This design comes from an exercise in tuning for small area and a short achievable clock period on the open sky130 flow, not from production work. The RTL was checked by simulation tests, not by an equivalence proof against the original design.

==> run a: inputs <==
// tread_alu
module tread_alu (
    input  wire        clk,
    input  wire        rst,
    input  wire        in_valid,
    input  wire [4:0]  in_code,
    input  wire        in_to_flags,    
    input  wire [63:0] in_x,
    input  wire [63:0] in_y,
    output reg         out_valid,
    output wire [63:0] out_result,
    output wire [5:0]  flags
);
    localparam F_C  = 0;
    localparam F_V  = 1;
    localparam F_Z  = 2;
    localparam F_N  = 3;
    localparam F_DZ = 4;
    localparam F_VS = 5;
    localparam CZB = 40;
    localparam PCB = 48;
    integer i;
    genvar g;
    wire [4:0]  c = in_code;
    wire [63:0] x = in_x;
    wire [63:0] y = in_y;
    wire op_arith  = (c[4:2] == 3'b000);
    wire op_logic  = (c[4:2] == 3'b001);
    wire op_or     = (c == 5'h05);
    wire op_xor    = (c == 5'h06);
    wire op_shift  = (c[4:2] == 3'b010);
    wire op_cmpeq  = (c == 5'h0C);
    wire op_cmplt  = (c == 5'h0D);
    wire op_cmpltu = (c == 5'h0E);
    wire op_min    = (c == 5'h0F);
    wire op_max    = (c == 5'h10);
    wire op_minu   = (c == 5'h11);
    wire op_maxu   = (c == 5'h12);
    wire op_popc   = (c == 5'h13);
    wire op_clz    = (c == 5'h14);
    wire op_ctz    = (c == 5'h15);
    wire op_brev   = (c == 5'h16);
    wire        sub = c[0] | c[3] | c[4];
    wire [63:0] b   = y ^ {64{sub}};
    wire        cin = (c[4:1] == 4'b0001) ? flags[F_C] ^ c[0] : sub;
    wire [63:0] p   = x ^ b;
    wire [63:0] gen = x & b;
    wire c1 = gen[0] | p[0] & cin;
  ...
export LEC_CHECK = 0
export CAP_MARGIN = 20
export CORE_MARGIN = 2
export CORE_UTILIZATION = 40
export SLEW_MARGIN = 20
create_clock -name core_clock -period 13.0 [get_ports {clk}]
standard.sh (not shown) runs the stock make flow with config.mk's settings and CLKGATE_MAP_FILE= SYNTH_SCRIPT=/design/flow/synth_recipe.tcl, a recipe that flattens the netlist after the stock synthesis.
==> flow/flow/run.sh <==
#!/bin/bash
# The standard layout (the standard.sh, with its synthesis unchanged),
# with three changes to how the layout is made:
#  - timing repair aims for 6.5 ns more setup slack than the clock period
#    needs, so that the resizer also works on the longest paths;
#  - the port buffers that buffer_ports inserts are buf_2 cells;
#  - the core is filled to 55% instead of 40%, for shorter wires.
# The clock period and the constraints stay the design's.
set -euo pipefail
bash standard.sh SETUP_SLACK_MARGIN=6.5 CORE_UTILIZATION=55 \
  "BUFFER_PORTS_ARGS=-buffer_cell sky130_fd_sc_hd__buf_2" finish > standard.log 2>&1
==> run b (differences from run a) <==
--- a/flow/design.v
+++ b/flow/design.v
@@ -379,11 +379,11 @@
     wire        cmp   = op_cmpeq & eq | op_cmplt & lt_s | op_cmpltu & lt_u;
     wire        sel_x = (op_min | op_minu) & lt | (op_max | op_maxu) & ~lt;
     wire        sel_y = (op_min | op_minu) & ~lt | (op_max | op_maxu) & lt | op_or;
     wire        sel_g = op_logic & ~op_xor;           
     wire        sel_p = op_xor;
-    wire [5:0]  s      = y[5:0];
+    wire [5:0]  s      = y[5:0] & {6{op_shift}};    
     wire        right  = c[0] ^ c[1];                   
     wire        is_rol = c[0] & c[1];
     wire [5:0]  r      = right ? (6'd0 - s) : s;
     wire [63:0] rot1 = r[0] ? {x[62:0],    x[63]}       : x;
     wire [63:0] rot2 = r[1] ? {rot1[61:0], rot1[63:62]} : rot1;
@@ -468,21 +468,11 @@
     wire pa_100;
     wire pa_101;
     wire pa_102;
     wire pa_103;
     wire pa_104;
-    wire pa_105;
-    wire pa_106;
-    wire pa_107;
-    wire pa_108;
-    wire pa_109;
     wire pa_11;
-    wire pa_110;
-    wire pa_111;
-    wire pa_112;
-    wire pa_113;
-    wire pa_114;
     wire pa_12;
     wire pa_13;
     wire pa_14;
     wire pa_15;
     wire pa_16;
@@ -679,33 +669,22 @@
     assign pa_100 = (pa_78 & pa_80) | (pa_82 & (pa_78 ^ pa_80));
     assign pa_101 = pa_84 ^ pa_86 ^ pa_87;
     assign pa_102 = (pa_84 & pa_86) | (pa_87 & (pa_84 ^ pa_86));
     assign pa_103 = pa_89 ^ pa_70;
     assign pa_104 = pa_89 & pa_70;
-    assign pa_105 = pa_92 ^ pa_93 ^ pa_95;
-    assign pa_106 = (pa_92 & pa_93) | (pa_95 & (pa_92 ^ pa_93));
-    assign pa_107 = pa_94 ^ pa_96 ^ pa_98;
-    assign pa_108 = (pa_94 & pa_96) | (pa_98 & (pa_94 ^ pa_96));
-    assign pa_109 = pa_99 ^ pa_101 ^ pa_103;
-    assign pa_110 = (pa_99 & pa_101) | (pa_103 & (pa_99 ^ pa_101));
-    assign pa_111 = pa_100 ^ pa_102 ^ pa_104;
-    assign pa_112 = (pa_100 & pa_102) | (pa_104 & (pa_100 ^ pa_102));
-    assign pa_113 = pa_88 ^ pa_90;
-    assign pa_114 = pa_88 & pa_90;
-    wire [11:0] pc_cut = {pa_114, pa_112, pa_113, pa_111, pa_110, pa_108, pa_109, pa_107, pa_106, pa_97, pa_105, pa_91};
-    localparam PCW = 12;
+    wire [15:0] pc_cut = {pa_90, pa_88, pa_104, pa_102, pa_100, pa_103, pa_101, pa_99, pa_98, pa_96, pa_94, pa_97, pa_95, pa_93, pa_92, pa_91};
+    localparam PCW = 16;
     reg [63:0] brev;
     always @(*) begin
         for (i = 0; i < 64; i = i + 1)
             brev[i] = x[63 - i];
     end
     wire [6:0] cz = {7{op_clz}} & clz | {7{op_ctz}} & ctz;
     wire [63:0] mid_d = {64{op_arith}} & sum
                       | {64{sel_g}} & gen
                       | {64{sel_p}} & p
-                      | {64{op_shift}} & sres
-                      | {64{sel_x}} & x
+                      | {64{op_shift | sel_x}} & sres
                       | {64{sel_y}} & y
                       | {64{op_brev}} & brev
                       | {{(64-PCW){1'b0}}, {PCW{op_popc}} & pc_cut} << PCB
                       | {57'd0, cz} << CZB
                       | {63'd0, cmp};
@@ -736,27 +715,47 @@
             fl        <= flags;
         end
     end
     wire [PCW-1:0] pm = mid[PCB +: PCW];
     wire pb_1;
+    wire pb_10;
+    wire pb_11;
+    wire pb_12;
+    wire pb_13;
+    wire pb_14;
+    wire pb_15;
+    wire pb_16;
+    wire pb_17;
+    wire pb_18;
     wire pb_2;
     wire pb_3;
     wire pb_4;
     wire pb_5;
     wire pb_6;
     wire pb_7;
     wire pb_8;
-    assign pb_1 = pm[3] ^ pm[4] ^ pm[5];
-    assign pb_2 = (pm[3] & pm[4]) | (pm[5] & (pm[3] ^ pm[4]));
-    assign pb_3 = pm[6] ^ pm[7] ^ pm[8];
-    assign pb_4 = (pm[6] & pm[7]) | (pm[8] & (pm[6] ^ pm[7]));
-    assign pb_5 = pb_2 ^ pb_3 ^ pm[9];
-    assign pb_6 = (pb_2 & pb_3) | (pm[9] & (pb_2 ^ pb_3));
-    assign pb_7 = pb_4 ^ pm[10] ^ pm[11];
-    assign pb_8 = (pb_4 & pm[10]) | (pm[11] & (pb_4 ^ pm[10]));
-    wire [6:0] pc_a = {1'b0, pb_8, pb_6, pb_5, pb_1, pm[1], pm[0]};
-    wire [6:0] pc_b = {1'b0, 1'b0, pb_7, 1'b0, 1'b0, pm[2], 1'b0};
+    wire pb_9;
+    assign pb_1 = pm[1] ^ pm[2] ^ pm[3];
+    assign pb_2 = (pm[1] & pm[2]) | (pm[3] & (pm[1] ^ pm[2]));
+    assign pb_3 = pm[5] ^ pm[6] ^ pm[7];
+    assign pb_4 = (pm[5] & pm[6]) | (pm[7] & (pm[5] ^ pm[6]));
+    assign pb_5 = pm[8] ^ pm[9] ^ pm[10];
+    assign pb_6 = (pm[8] & pm[9]) | (pm[10] & (pm[8] ^ pm[9]));
+    assign pb_7 = pm[11] ^ pm[12] ^ pm[13];
+    assign pb_8 = (pm[11] & pm[12]) | (pm[13] & (pm[11] ^ pm[12]));
+    assign pb_9 = pm[14] ^ pm[15];
+    assign pb_10 = pm[14] & pm[15];
+    assign pb_11 = pb_2 ^ pb_3 ^ pb_5;
+    assign pb_12 = (pb_2 & pb_3) | (pb_5 & (pb_2 ^ pb_3));
+    assign pb_13 = pb_4 ^ pb_6 ^ pb_7;
+    assign pb_14 = (pb_4 & pb_6) | (pb_7 & (pb_4 ^ pb_6));
+    assign pb_15 = pb_12 ^ pb_13 ^ pb_9;
+    assign pb_16 = (pb_12 & pb_13) | (pb_9 & (pb_12 ^ pb_13));
+    assign pb_17 = pb_14 ^ pb_8 ^ pb_10;
+    assign pb_18 = (pb_14 & pb_8) | (pb_10 & (pb_14 ^ pb_8));
+    wire [6:0] pc_a = {1'b0, pb_18, pb_16, pb_15, pb_11, pb_1, pm[0]};
+    wire [6:0] pc_b = {1'b0, 1'b0, pb_17, 1'b0, 1'b0, pm[4], 1'b0};
     wire [6:0] pc = pc_a + pc_b;
     wire [63:0] cnt_at = ({{(64-PCW){1'b0}}, {PCW{1'b1}}} << PCB)
                        | ({57'd0, 7'h7F} << CZB);
     wire        m_cnt  = m_popc | m_cz;
     reg  [63:0] res;
==> flow/flow/run.sh (replaced) <==
#!/bin/bash
# The standard layout (the standard.sh, with its synthesis unchanged),
# with two changes to how the layout is made:
#  - timing repair aims for 6.5 ns more setup slack than the clock period
#    needs, so that the resizer also works on the longest paths;
#  - the port buffers that buffer_ports inserts are buf_2 cells.
# The clock period and the constraints stay the design's.
set -euo pipefail
bash standard.sh SETUP_SLACK_MARGIN=6.5 \
  "BUFFER_PORTS_ARGS=-buffer_cell sky130_fd_sc_hd__buf_2" finish > standard.log 2>&1
==> run c (differences from run a) <==
--- a/flow/design.v
+++ b/flow/design.v
@@ -468,21 +468,11 @@
     wire pa_100;
     wire pa_101;
     wire pa_102;
     wire pa_103;
     wire pa_104;
-    wire pa_105;
-    wire pa_106;
-    wire pa_107;
-    wire pa_108;
-    wire pa_109;
     wire pa_11;
-    wire pa_110;
-    wire pa_111;
-    wire pa_112;
-    wire pa_113;
-    wire pa_114;
     wire pa_12;
     wire pa_13;
     wire pa_14;
     wire pa_15;
     wire pa_16;
@@ -679,22 +669,12 @@
     assign pa_100 = (pa_78 & pa_80) | (pa_82 & (pa_78 ^ pa_80));
     assign pa_101 = pa_84 ^ pa_86 ^ pa_87;
     assign pa_102 = (pa_84 & pa_86) | (pa_87 & (pa_84 ^ pa_86));
     assign pa_103 = pa_89 ^ pa_70;
     assign pa_104 = pa_89 & pa_70;
-    assign pa_105 = pa_92 ^ pa_93 ^ pa_95;
-    assign pa_106 = (pa_92 & pa_93) | (pa_95 & (pa_92 ^ pa_93));
-    assign pa_107 = pa_94 ^ pa_96 ^ pa_98;
-    assign pa_108 = (pa_94 & pa_96) | (pa_98 & (pa_94 ^ pa_96));
-    assign pa_109 = pa_99 ^ pa_101 ^ pa_103;
-    assign pa_110 = (pa_99 & pa_101) | (pa_103 & (pa_99 ^ pa_101));
-    assign pa_111 = pa_100 ^ pa_102 ^ pa_104;
-    assign pa_112 = (pa_100 & pa_102) | (pa_104 & (pa_100 ^ pa_102));
-    assign pa_113 = pa_88 ^ pa_90;
-    assign pa_114 = pa_88 & pa_90;
-    wire [11:0] pc_cut = {pa_114, pa_112, pa_113, pa_111, pa_110, pa_108, pa_109, pa_107, pa_106, pa_97, pa_105, pa_91};
-    localparam PCW = 12;
+    wire [15:0] pc_cut = {pa_90, pa_88, pa_104, pa_102, pa_100, pa_103, pa_101, pa_99, pa_98, pa_96, pa_94, pa_97, pa_95, pa_93, pa_92, pa_91};
+    localparam PCW = 16;
     reg [63:0] brev;
     always @(*) begin
         for (i = 0; i < 64; i = i + 1)
             brev[i] = x[63 - i];
     end
@@ -736,27 +716,47 @@
             fl        <= flags;
         end
     end
     wire [PCW-1:0] pm = mid[PCB +: PCW];
     wire pb_1;
+    wire pb_10;
+    wire pb_11;
+    wire pb_12;
+    wire pb_13;
+    wire pb_14;
+    wire pb_15;
+    wire pb_16;
+    wire pb_17;
+    wire pb_18;
     wire pb_2;
     wire pb_3;
     wire pb_4;
     wire pb_5;
     wire pb_6;
     wire pb_7;
     wire pb_8;
-    assign pb_1 = pm[3] ^ pm[4] ^ pm[5];
-    assign pb_2 = (pm[3] & pm[4]) | (pm[5] & (pm[3] ^ pm[4]));
-    assign pb_3 = pm[6] ^ pm[7] ^ pm[8];
-    assign pb_4 = (pm[6] & pm[7]) | (pm[8] & (pm[6] ^ pm[7]));
-    assign pb_5 = pb_2 ^ pb_3 ^ pm[9];
-    assign pb_6 = (pb_2 & pb_3) | (pm[9] & (pb_2 ^ pb_3));
-    assign pb_7 = pb_4 ^ pm[10] ^ pm[11];
-    assign pb_8 = (pb_4 & pm[10]) | (pm[11] & (pb_4 ^ pm[10]));
-    wire [6:0] pc_a = {1'b0, pb_8, pb_6, pb_5, pb_1, pm[1], pm[0]};
-    wire [6:0] pc_b = {1'b0, 1'b0, pb_7, 1'b0, 1'b0, pm[2], 1'b0};
+    wire pb_9;
+    assign pb_1 = pm[1] ^ pm[2] ^ pm[3];
+    assign pb_2 = (pm[1] & pm[2]) | (pm[3] & (pm[1] ^ pm[2]));
+    assign pb_3 = pm[5] ^ pm[6] ^ pm[7];
+    assign pb_4 = (pm[5] & pm[6]) | (pm[7] & (pm[5] ^ pm[6]));
+    assign pb_5 = pm[8] ^ pm[9] ^ pm[10];
+    assign pb_6 = (pm[8] & pm[9]) | (pm[10] & (pm[8] ^ pm[9]));
+    assign pb_7 = pm[11] ^ pm[12] ^ pm[13];
+    assign pb_8 = (pm[11] & pm[12]) | (pm[13] & (pm[11] ^ pm[12]));
+    assign pb_9 = pm[14] ^ pm[15];
+    assign pb_10 = pm[14] & pm[15];
+    assign pb_11 = pb_2 ^ pb_3 ^ pb_5;
+    assign pb_12 = (pb_2 & pb_3) | (pb_5 & (pb_2 ^ pb_3));
+    assign pb_13 = pb_4 ^ pb_6 ^ pb_7;
+    assign pb_14 = (pb_4 & pb_6) | (pb_7 & (pb_4 ^ pb_6));
+    assign pb_15 = pb_12 ^ pb_13 ^ pb_9;
+    assign pb_16 = (pb_12 & pb_13) | (pb_9 & (pb_12 ^ pb_13));
+    assign pb_17 = pb_14 ^ pb_8 ^ pb_10;
+    assign pb_18 = (pb_14 & pb_8) | (pb_10 & (pb_14 ^ pb_8));
+    wire [6:0] pc_a = {1'b0, pb_18, pb_16, pb_15, pb_11, pb_1, pm[0]};
+    wire [6:0] pc_b = {1'b0, 1'b0, pb_17, 1'b0, 1'b0, pm[4], 1'b0};
     wire [6:0] pc = pc_a + pc_b;
     wire [63:0] cnt_at = ({{(64-PCW){1'b0}}, {PCW{1'b1}}} << PCB)
                        | ({57'd0, 7'h7F} << CZB);
     wire        m_cnt  = m_popc | m_cz;
     reg  [63:0] res;
==> flow/flow/run.sh (replaced) <==
#!/bin/bash
# The standard layout (the standard.sh, with its synthesis unchanged),
# with two changes to how the layout is made:
#  - timing repair aims for 6.5 ns more setup slack than the clock period
#    needs, so that the resizer also works on the longest paths;
#  - the port buffers that buffer_ports inserts are buf_2 cells.
# The clock period and the constraints stay the design's.
set -euo pipefail
bash standard.sh SETUP_SLACK_MARGIN=6.5 \
  "BUFFER_PORTS_ARGS=-buffer_cell sky130_fd_sc_hd__buf_2" finish > standard.log 2>&1
==> qor summary <==
Result of the run: run c finished clean; run a finished clean; run b finished clean
Slowest CP cell: run c sky130_fd_sc_hd__a222oi_1; run a sky130_fd_sc_hd__fa_2; run b sky130_fd_sc_hd__or4b_1
Area after DPL: run c 18,800 um^2; run a 18,600 um^2; run b 18,200 um^2
Detailed-routed wire length on met2: run c 38,600 um; run a 35,500 um; run b 37,800 um
Multi-input logic portion of the cell area: run c 75.2%; run a 75.9%; run b 75.7%
Number of buffers inserted to repair setup after CTS: run c 5; run a 12; run b 4
Headroom to the max-slew limit: run c 27.7%; run a 28.9%; run b 33.7%
Highest achievable clock rate: run c 154 MHz; run a 155 MHz; run b 154 MHz
Required time reported for the critical path endpoint: run c 13.24 ns; run a 13.25 ns; run b 13.24 ns
Post-synthesis share of cell area spent on xor and xnor gates: run c 5.09%; run a 5.43%; run b 5.94%
Cell seen most often among critical-path stages: run c sky130_fd_sc_hd__mux2i_1; run a sky130_fd_sc_hd__fa_1; run b sky130_fd_sc_hd__nor2_2
ANT cells: run c 3; run a 1; run b 4
Routed length on met1: run c 35,900 um; run a 32,200 um; run b 36,400 um
Hold Startpoint: run c m_cv; run a fl[4]; run b fl[4]

## re-timing with driven ports
Ports are ideal in the flow. The routed layouts listed here were re-timed in OpenROAD. Step 1 (the two cells are an assumption about what drives the block):
set clk [get_ports {clk}]
set_driving_cell -lib_cell sky130_fd_sc_hd__clkbuf_16 $clk
set_driving_cell -lib_cell sky130_fd_sc_hd__buf_2 [delete_from_list [all_inputs] $clk]
Step 2 adds t to the input delays and takes it off the output delays; t is the mean of the earliest and latest rising clock arrival at the registers after step 1. Input paths then give back, and output paths get back, about the clock's delay inside the block. a / b / c = ideal ports / drivers / drivers and shift; a / b = the first two.
| run | t, ns | setup WS [ns] | hold WS [ns] | worst setup path after step 2 | slew at the worst register clock pin (ns) |
|---|---|---|---|---|---|
| run a | 0.400 | 6.533 / 6.530 / 6.131 | 0.588 / 0.588 / 0.588 | input to register | 0.07 / 0.07 |
| run b | 0.417 | 6.501 / 6.530 / 6.113 | 0.590 / 0.590 / 0.590 | input to register | 0.09 / 0.09 |
| run c | 0.396 | 6.487 / 6.507 / 6.111 | 0.556 / 0.556 / 0.556 | input to register | 0.08 / 0.08 |
After both steps every run listed still meets setup and hold. For run a, which loses most, drivers alone change the setup slack by -0.003 ns; drivers and shift together by -0.402 ns.
